Source: an optimization exercise on an open RTL-to-GDS flow (aim: small area, a short achievable clock period and few clock cycles per item). Production flows keep margins and buffers that such runs may drop.
RTL that was checked went through simulation tests only; none was proved equivalent to the original.

## the baseline
==> flow/design.v <==
module bf_rescale (
    input  wire        clk,
    input  wire        rst,
    input  wire        start,
    input  wire [63:0] mask,
    input  wire [1:0]  rs_cap,
    output wire        ready,
    output reg         rd_en,
    output wire [5:0]  rd_addr,
    input  wire [31:0] rd_data,
    output reg         out_valid,
    output reg  [5:0]  out_idx,
    output reg  [12:0] out_i,
    output reg  [12:0] out_q,
    output reg         done,
    output wire [15:0] s_out,
    output wire [4:0]  exp_out,
    output wire        null_out
);
    localparam [1:0] S_IDLE = 2'd0,
                     S_P1   = 2'd1,
                     S_DIV  = 2'd2,
                     S_P2   = 2'd3;
    localparam [5:0] P2_FIRST = 6'd34;
    localparam [5:0] P2_LAST  = 6'd33;
    localparam [1:0] M_SQ  = 2'd0,     
                     M_ONE = 2'd1,     
                     M_S   = 2'd2;     
    reg [1:0]  state;
    reg        ready_r;
    reg [5:0]  cnt;
    reg [63:0] mask_r;
    reg        cap_hi, cap_lo;
    reg        two;                     
    reg [15:0] s_r;
    reg [4:0]  exp_r;
    reg        null_r;
    assign ready    = ready_r;
    assign rd_addr  = cnt;
    assign s_out    = s_r;
    assign exp_out  = exp_r;
    assign null_out = null_r;
    wire accept = start & ready_r;
    wire last_rd = (state == S_P1 && cnt == 6'd63) || (state == S_P2 && cnt == P2_LAST);
    always @(posedge clk) begin
        cnt    <= accept ? 6'd0 : cnt + 6'd1;
        mask_r <= accept ? mask : {mask_r[0], mask_r[63:1]};
        if (accept) begin
            cap_hi <= rs_cap[1];
            cap_lo <= rs_cap[0];
        end
        if (state == S_P1 && cnt == 6'd0)
            two <= ~cap_hi & (|mask_r);
    end
    always @(posedge clk) begin
        if (rst) begin
            state   <= S_IDLE;
            rd_en   <= 1'b0;
            ready_r <= 1'b1;
        end else begin
            case (state)
                S_IDLE: begin
                    if (accept) begin
                        state   <= S_P1;
                        rd_en   <= 1'b1;
                        ready_r <= 1'b0;
                    end
                end
                S_P1: begin
                    if (cnt == 6'd62 && !two)
                        ready_r <= 1'b1;
                    if (cnt == 6'd63) begin
                        if (two) begin
                            state <= S_DIV;
                            rd_en <= 1'b0;
                        end else if (accept) begin
                            ready_r <= 1'b0;
                        end else begin
                            state <= S_IDLE;
                            rd_en <= 1'b0;
                        end
                    end
                end
                S_DIV: begin
                    if (cnt == P2_FIRST - 6'd1) begin
                        state <= S_P2;
                        rd_en <= 1'b1;
                    end
                end
                S_P2: begin
                    if (cnt == P2_LAST - 6'd1)
                        ready_r <= 1'b1;
                    if (cnt == P2_LAST) begin
                        if (accept) begin
                            state   <= S_P1;
                            ready_r <= 1'b0;
                        end else begin
                            state <= S_IDLE;
                            rd_en <= 1'b0;
                        end
                    end
                end
            endcase
        end
    end
    reg        v1, pa1, m1, last1;
    reg [5:0]  idx1;
    reg        v2, m2, last2;
    reg [1:0]  md2;
    reg [5:0]  idx2;
    reg [11:0] d_i, d_q;
    reg [4:0]  d_e;
    always @(posedge clk) begin
        if (rst) begin
            v1 <= 1'b0;
            v2 <= 1'b0;
        end else begin
            v1 <= rd_en;
            v2 <= v1;
        end
        pa1   <= (state == S_P1);
        m1    <= mask_r[0];
        last1 <= last_rd;
        idx1  <= cnt;
        m2    <= m1;
        last2 <= last1;
        idx2  <= idx1;
        md2   <= !pa1 ? M_S : (two ? M_SQ : M_ONE);
        d_i   <= rd_data[11:0];
        d_q   <= rd_data[23:12];
        d_e   <= rd_data[28:24];
    end
    wire        sq    = (md2 == M_SQ);
    wire [15:0] s_mul = (md2 == M_ONE) ? 16'd16384 : s_r;
    wire signed [16:0] x_i = sq ? {{5{d_i[11]}}, d_i} : {1'b0, s_mul};
    wire signed [16:0] x_q = sq ? {{5{d_q[11]}}, d_q} : {1'b0, s_mul};
    wire signed [11:0] d_is = d_i;
    wire signed [11:0] d_qs = d_q;
    wire signed [28:0] p_i = d_is * x_i;
    wire signed [28:0] p_q = d_qs * x_q;
    wire first2 = (md2 != M_S) && (idx2 == 6'd0);
    wire nz_cur = ~m2 & (|{d_i, d_q});
    reg        nz, anym;
    wire       nz_t   = (nz & ~first2) | nz_cur;
    wire       anym_t = (anym & ~first2) | m2;
    wire       null_1 = anym_t & ~nz_t;
    reg        v3, m3, first3;
    reg [23:0] pw;
    always @(posedge clk) begin
        if (rst) begin
            out_valid <= 1'b0;
            done      <= 1'b0;
            v3        <= 1'b0;
        end else begin
            out_valid <= v2 & ~sq;
            done      <= v2 & ~sq & last2;
            v3        <= v2 & sq;
        end
        out_idx <= idx2;
        out_i   <= m2 ? 13'd0 : p_i[26:14];
        out_q   <= m2 ? 13'd0 : p_q[26:14];
        if (v2 && !sq && idx2 == 6'd0)
            exp_r <= d_e;
        if (v2 && md2 != M_S) begin
            nz   <= nz_t;
            anym <= anym_t;
        end
        m3     <= m2;
        first3 <= first2;
        pw     <= {1'b0, p_i[22:0]} + {1'b0, p_q[22:0]};
    end
    reg [32:0] z;
    reg [29:0] s_rem;
    reg [1:0]  qb;
    reg        ovf;
    reg [14:0] root;
    reg [16:0] srem;
    wire        in_div  = (state == S_DIV) && (cnt >= 6'd3);
    wire [31:0] dsub    = {1'b0, z[32:2]} - {2'b00, s_rem};
    wire        q_bit   = ~dsub[31];
    wire [18:0] ssh     = {srem, qb};
    wire [18:0] strial  = {2'b00, root, 2'b01};
    wire [19:0] ssub    = {1'b0, ssh} - {1'b0, strial};
    wire        s_bit   = ~ssub[19];
    wire        sq_step = ((state == S_DIV) && !cnt[0] && cnt >= 6'd6) ||
                          ((state == S_P2) && cnt == P2_FIRST);
    wire [15:0] cap_v   = cap_lo ? 16'd23170 : 16'd32768;
    wire        big     = ovf | (cap_lo & (root >= 15'd23170));
    always @(posedge clk) begin
        if (v3) begin
            z     <= (first3 ? 33'd0 : z) + {9'd0, pw};
            s_rem <= (first3 ? 30'd0 : s_rem) + (m3 ? 30'd0 : {6'd0, pw});
        end else if (in_div) begin
            z <= {(q_bit ? dsub[29:0] : z[31:2]), z[1:0], 1'b0};
        end
        if (in_div) begin
            qb <= {qb[0], q_bit};
            if (cnt == 6'd3)
                ovf <= q_bit;
        end
        if (state == S_DIV && cnt == 6'd3) begin
            root <= 15'd0;
            srem <= 17'd0;
        end else if (sq_step) begin
            root <= {root[13:0], s_bit};
            srem <= s_bit ? ssub[16:0] : ssh[16:0];
        end
        if (state == S_P2 && cnt == P2_FIRST + 6'd1) begin
            s_r    <= !nz ? 16'd0 : big ? cap_v : {1'b0, root};
            null_r <= !nz;
        end
        if (v2 && md2 == M_ONE && last2) begin
            s_r    <= null_1 ? 16'd0 : 16'd16384;
            null_r <= null_1;
        end
    end
endmodule
clock: 12.0 ns
lec_check: 0
cap_margin: 20
core_margin: 2
core_utilization: 40
place_density: 0.6
slew_margin: 20
run.sh (not shown) runs the stock make flow with config.mk's settings and CLKGATE_MAP_FILE= SYNTH_SCRIPT=/design/flow/synth_recipe.tcl, a recipe that flattens the netlist after the stock synthesis.
The baseline completed end to end with timing, DRC and antenna clean.
Testbench counts of the baseline, summed over its fixed seeds: cycles 42,926, items 384.
Setup changes, the baseline to the candidate
--- a/flow/design.v
+++ b/flow/design.v
@@ -134,10 +134,8 @@
     wire [15:0] s_mul = (md2 == M_ONE) ? 16'd16384 : s_r;
     wire signed [16:0] x_i = sq ? {{5{d_i[11]}}, d_i} : {1'b0, s_mul};
     wire signed [16:0] x_q = sq ? {{5{d_q[11]}}, d_q} : {1'b0, s_mul};
-    wire signed [11:0] d_is = d_i;
-    wire signed [11:0] d_qs = d_q;
-    wire signed [28:0] p_i = d_is * x_i;
-    wire signed [28:0] p_q = d_qs * x_q;
+    wire signed [28:0] p_i = $signed(d_i) * x_i;
+    wire signed [28:0] p_q = $signed(d_q) * x_q;
     wire first2 = (md2 != M_S) && (idx2 == 6'd0);
     wire nz_cur = ~m2 & (|{d_i, d_q});
     reg        nz, anym;
@@ -164,6 +162,10 @@
         if (v2 && md2 != M_S) begin
             nz   <= nz_t;
             anym <= anym_t;
+        end
+        if (v2 && md2 == M_ONE && last2) begin
+            s_r    <= null_1 ? 16'd0 : 16'd16384;
+            null_r <= null_1;
         end
         m3     <= m2;
         first3 <= first2;
@@ -209,9 +211,5 @@
             s_r    <= !nz ? 16'd0 : big ? cap_v : {1'b0, root};
             null_r <= !nz;
         end
-        if (v2 && md2 == M_ONE && last2) begin
-            s_r    <= null_1 ? 16'd0 : 16'd16384;
-            null_r <= null_1;
-        end
     end
 endmodule
--- outcome ---
Stage in which a tool error killed the candidate: synthesis.
Only the layout flow was run in the candidate; the RTL was not checked for function there.

== R ==
bf_rescale, a different RTL version from the one above (not shown whole).
Size: roughly 3300 cells after synthesis.
Settings: LEC_CHECK=0, CAP_MARGIN=20, CORE_MARGIN=2, CORE_UTILIZATION=40, PLACE_DENSITY=0.6, SLEW_MARGIN=20; clock period 12.0 ns.
standard.sh (not shown) runs the stock make flow with config.mk's settings and CLKGATE_MAP_FILE= SYNTH_SCRIPT=/design/flow/synth_recipe.tcl, a recipe that flattens the netlist after the stock synthesis.
==> flow/flow/run.sh <==
#!/bin/bash
# The standard layout, with the setup repair aiming for a margin below the clock period.
set -euo pipefail
bash standard.sh SETUP_SLACK_MARGIN=8 finish > standard_make.log 2>&1
Setup changes, R to P
-- flow/design.v --
<<< R, line 22
                     S_DIV  = 2'd2,
                     S_P2   = 2'd3;
    localparam [5:0] P2_FIRST = 6'd35;
    localparam [5:0] P2_LAST  = 6'd34;
    localparam [1:0] M_SQ  = 2'd0,     
                     M_ONE = 2'd1,     
>>> P, line 22
                     S_DIV  = 2'd2,
                     S_P2   = 2'd3;
    localparam [5:0] P2_FIRST = 6'd36;
    localparam [5:0] P2_LAST  = 6'd35;
    localparam [1:0] M_SQ  = 2'd0,     
                     M_ONE = 2'd1,     
<<< R, line 185
        first3 <= first2;
    end
    wire [23:0] pw = {1'b0, hi_i, out_i} + {1'b0, hi_q, out_q};
    reg [32:0] z;
    reg [29:0] s_rem;
>>> P, line 185
        first3 <= first2;
    end
    reg        v4, m4, first4;
    reg [23:0] pw;
    always @(posedge clk) begin
        if (rst)
            v4 <= 1'b0;
        else
            v4 <= v3;
        m4     <= m3;
        first4 <= first3;
        pw     <= {1'b0, hi_i, out_i} + {1'b0, hi_q, out_q};
    end
    reg [32:0] z;
    reg [29:0] s_rem;
<<< R, line 192
    reg [14:0] root;
    reg [16:0] srem;
    wire        in_div  = (state == S_DIV) && (cnt >= 6'd3);
    wire [31:0] dsub    = {1'b0, z[32:2]} - {2'b00, s_rem};
    wire        q_bit   = ~dsub[31];
>>> P, line 202
    reg [14:0] root;
    reg [16:0] srem;
    wire        in_div  = (state == S_DIV) && (cnt >= 6'd4);
    wire [31:0] dsub    = {1'b0, z[32:2]} - {2'b00, s_rem};
    wire        q_bit   = ~dsub[31];
<<< R, line 199
    wire [19:0] ssub    = {1'b0, ssh} - {1'b0, strial};
    wire        s_bit   = ~ssub[19];
    wire        sq_step = (state == S_DIV) && !cnt[0] && cnt >= 6'd6;
    wire [15:0] cap_v   = cap_lo ? 16'd23170 : 16'd32768;
    wire        big     = ovf | (cap_lo & (root >= 15'd23170));
    always @(posedge clk) begin
        if (v3) begin
            z     <= (first3 ? 33'd0 : z) + {9'd0, pw};
            s_rem <= (first3 ? 30'd0 : s_rem) + (m3 ? 30'd0 : {6'd0, pw});
        end else if (in_div) begin
            z <= {(q_bit ? dsub[29:0] : z[31:2]), z[1:0], 1'b0};
>>> P, line 209
    wire [19:0] ssub    = {1'b0, ssh} - {1'b0, strial};
    wire        s_bit   = ~ssub[19];
    wire        sq_step = (state == S_DIV) && cnt[0] && cnt >= 6'd7;
    wire [15:0] cap_v   = cap_lo ? 16'd23170 : 16'd32768;
    wire        big     = ovf | (cap_lo & (root >= 15'd23170));
    always @(posedge clk) begin
        if (v4) begin
            z     <= (first4 ? 33'd0 : z) + {9'd0, pw};
            s_rem <= (first4 ? 30'd0 : s_rem) + (m4 ? 30'd0 : {6'd0, pw});
        end else if (in_div) begin
            z <= {(q_bit ? dsub[29:0] : z[31:2]), z[1:0], 1'b0};
<<< R, line 211
        if (in_div) begin
            qb <= {qb[0], q_bit};
            if (cnt == 6'd3)
                ovf <= q_bit;
        end
        if (state == S_DIV && cnt == 6'd3) begin
            root <= 15'd0;
            srem <= 17'd0;
>>> P, line 221
        if (in_div) begin
            qb <= {qb[0], q_bit};
            if (cnt == 6'd4)
                ovf <= q_bit;
        end
        if (state == S_DIV && cnt == 6'd4) begin
            root <= 15'd0;
            srem <= 17'd0;
==> comparison <==
Changes observed in P relative to R: global routing usage on met3 now sits at about the same level, area of the die now sits higher. Compared P vs R, and area fraction in and, or, nand and nor cells after synthesis is down in P. Compared with R, P shows a sequential fraction of total cell area that is 2.1 points higher. Clock period minus worst slack, P and R, higher one = R. Of P and R, the run reporting the higher fraction of the yosys area taken by sequential cells was P. Looking at non-clock buffer count across P and R, the one that comes out lower is P. The post-DP HPWL reported for P is smaller than that of R by 2.0%. Sort P and R by total stage count of the critical path desc -> top: P.
No run of this note included a check of the RTL's function; only the layout flow was run.

bf_rescale, a different RTL version from the one above (not shown whole).
Size: about 3100 cells after synthesis, roughly 460 flip-flops, ~170 I/O pins, roughly 0.029 mm2 of cells after synthesis.
clock: 12.0 ns
lec_check: 0
cap_margin: 20
core_margin: 2
core_utilization: 40
place_density: 0.6
slew_margin: 20
==> flow/flow/run.sh <==
#!/bin/bash
# The standard layout (standard.sh, unchanged synthesis and steps) with three settings:
#  - the setup repair aims for a slack margin of 8.3 ns below the 12 ns clock, so that it
#    works on every path longer than 3.7 ns rather than only on paths over 12 ns;
#  - the port buffers are buf_2 rather than the default delay cell;
#  - clock tree clusters of at most 25 flip-flops within 100 um.
# Each tool's full output is in the ORFS logs under orfs/logs/; make's output is in
# standard_make.log beside this script's work folder.
set -euo pipefail
bash standard.sh SETUP_SLACK_MARGIN=8.3 CTS_CLUSTER_SIZE=25 CTS_CLUSTER_DIAMETER=100 \
    "BUFFER_PORTS_ARGS=-buffer_cell sky130_fd_sc_hd__buf_2" finish > standard_make.log 2>&1
Testbench counts at the start, summed over its fixed seeds: cycles 43,495, items 384.
==> next run, changes <==
--- a/flow/design.v
+++ b/flow/design.v
@@ -24,43 +24,55 @@
     localparam [5:0] D_FIRST  = 6'd6;
     localparam [5:0] P2_FIRST = 6'd38;
     localparam [5:0] P2_LAST  = 6'd37;
     localparam [1:0] M_SQ  = 2'd0,     
                      M_ONE = 2'd1,     
                      M_S   = 2'd2;     
     reg [1:0]  state;
     reg        ready_r;
     reg [5:0]  cnt;
+    reg        ready_o;
+    reg [5:0]  ra_r;
     reg [63:0] mask_r;
     reg        cap_hi, cap_lo;
     reg        two;                     
     reg [15:0] s_r;
     reg [4:0]  exp_r;
     reg        null_r;
-    assign ready    = ready_r;
-    assign rd_addr  = cnt;
+    assign ready    = ready_o;
+    assign rd_addr  = ra_r;
     assign s_out    = s_r;
     assign exp_out  = exp_r;
     assign null_out = null_r;
     wire accept = start & ready_r;
     wire last_rd  = (state == S_P1 && cnt == 6'd0) || (state == S_P2 && cnt == P2_LAST);
     wire first_rd = (state == S_P1 && cnt == 6'd1) || (state == S_P2 && cnt == P2_FIRST);
     always @(posedge clk) begin
         cnt    <= ready_r ? 6'd1 : cnt + 6'd1;
+        ra_r   <= ready_r ? 6'd1 : ra_r + 6'd1;
         mask_r <= ready_r ? {mask[0], mask[63:1]} : {mask_r[0], mask_r[63:1]};
         if (ready_r) begin
             cap_hi <= rs_cap[1];
             cap_lo <= rs_cap[0];
         end
         if (state == S_P1 && cnt == 6'd1)
             two <= ~cap_hi & (|mask_r);
     end
     always @(posedge clk) begin
+        if (rst)
+            ready_o <= 1'b1;
+        else if (ready_r)
+            ready_o <= ~start;
+        else
+            ready_o <= (state == S_P1 && cnt == 6'd63 && !two) ||
+                       (state == S_P2 && cnt == P2_LAST - 6'd1);
+    end
+    always @(posedge clk) begin
         if (rst) begin
             state   <= S_IDLE;
             rd_en   <= 1'b0;
             ready_r <= 1'b1;
         end else begin
             case (state)
                 S_IDLE: begin
                     if (accept) begin
                         state   <= S_P1;
=> The changed run ran to the end with no violations; worst hold slack improves by 0.0054 ns; routed wire length rises by 0.79%; die area climbs by 0.98%; sequential share of layout area rose by 0.15 points; cell area increases by 1.0%; non-clock buffer count is lower by 8; setup slack is worse by 0.023 ns; synthesized cell count rises by 0.55%; critical path depth stays the same; global-route usage stays flat.
For the second run of this note, only the layout was checked, not whether the RTL still works.

-- re-timing with driven ports --
How much do the figures lean on ideal ports? The routed layouts below were timed once more, with nothing changed but the port constraints.
Step 1 assumes that a clkbuf_16 drives the clock port and a buf_2 every other input.
Step 2 moves the port delays by t, midway between the first and last clock arrival at a register: inputs arrive t later, outputs are due t later. That takes back most of the time a late clock gives input paths.
Slacks: ideal / step 1 / step 2; pairs: ideal / step 1.
| run | shift t [ns] | setup WS [ns] | hold WS [ns] | pins driven straight from the clock port |
|---|---|---|---|---|
| the baseline | 0.626 | 4.049 / 4.049 / 4.049 | 0.325 / 0.325 / 0.325 | 1 |
| R | 0.635 | 7.103 / 7.103 / 7.103 | 0.326 / 0.326 / 0.326 | 1 |
| P | 0.641 | 7.160 / 7.160 / 7.160 | 0.322 / 0.322 / 0.322 | 1 |
| the first run of note 3 | 0.646 | 8.348 / 8.286 / 8.272 | 0.328 / 0.328 / 0.328 | 1 |
| the second run of note 3 | 0.651 | 8.325 / 8.264 / 8.199 | 0.334 / 0.334 / 0.334 | 1 |
After both steps setup and hold are still met in every run listed. The setup slack of the second run of note 3, which loses most, moves by -0.061 ns with the drivers and by -0.126 ns with both steps.
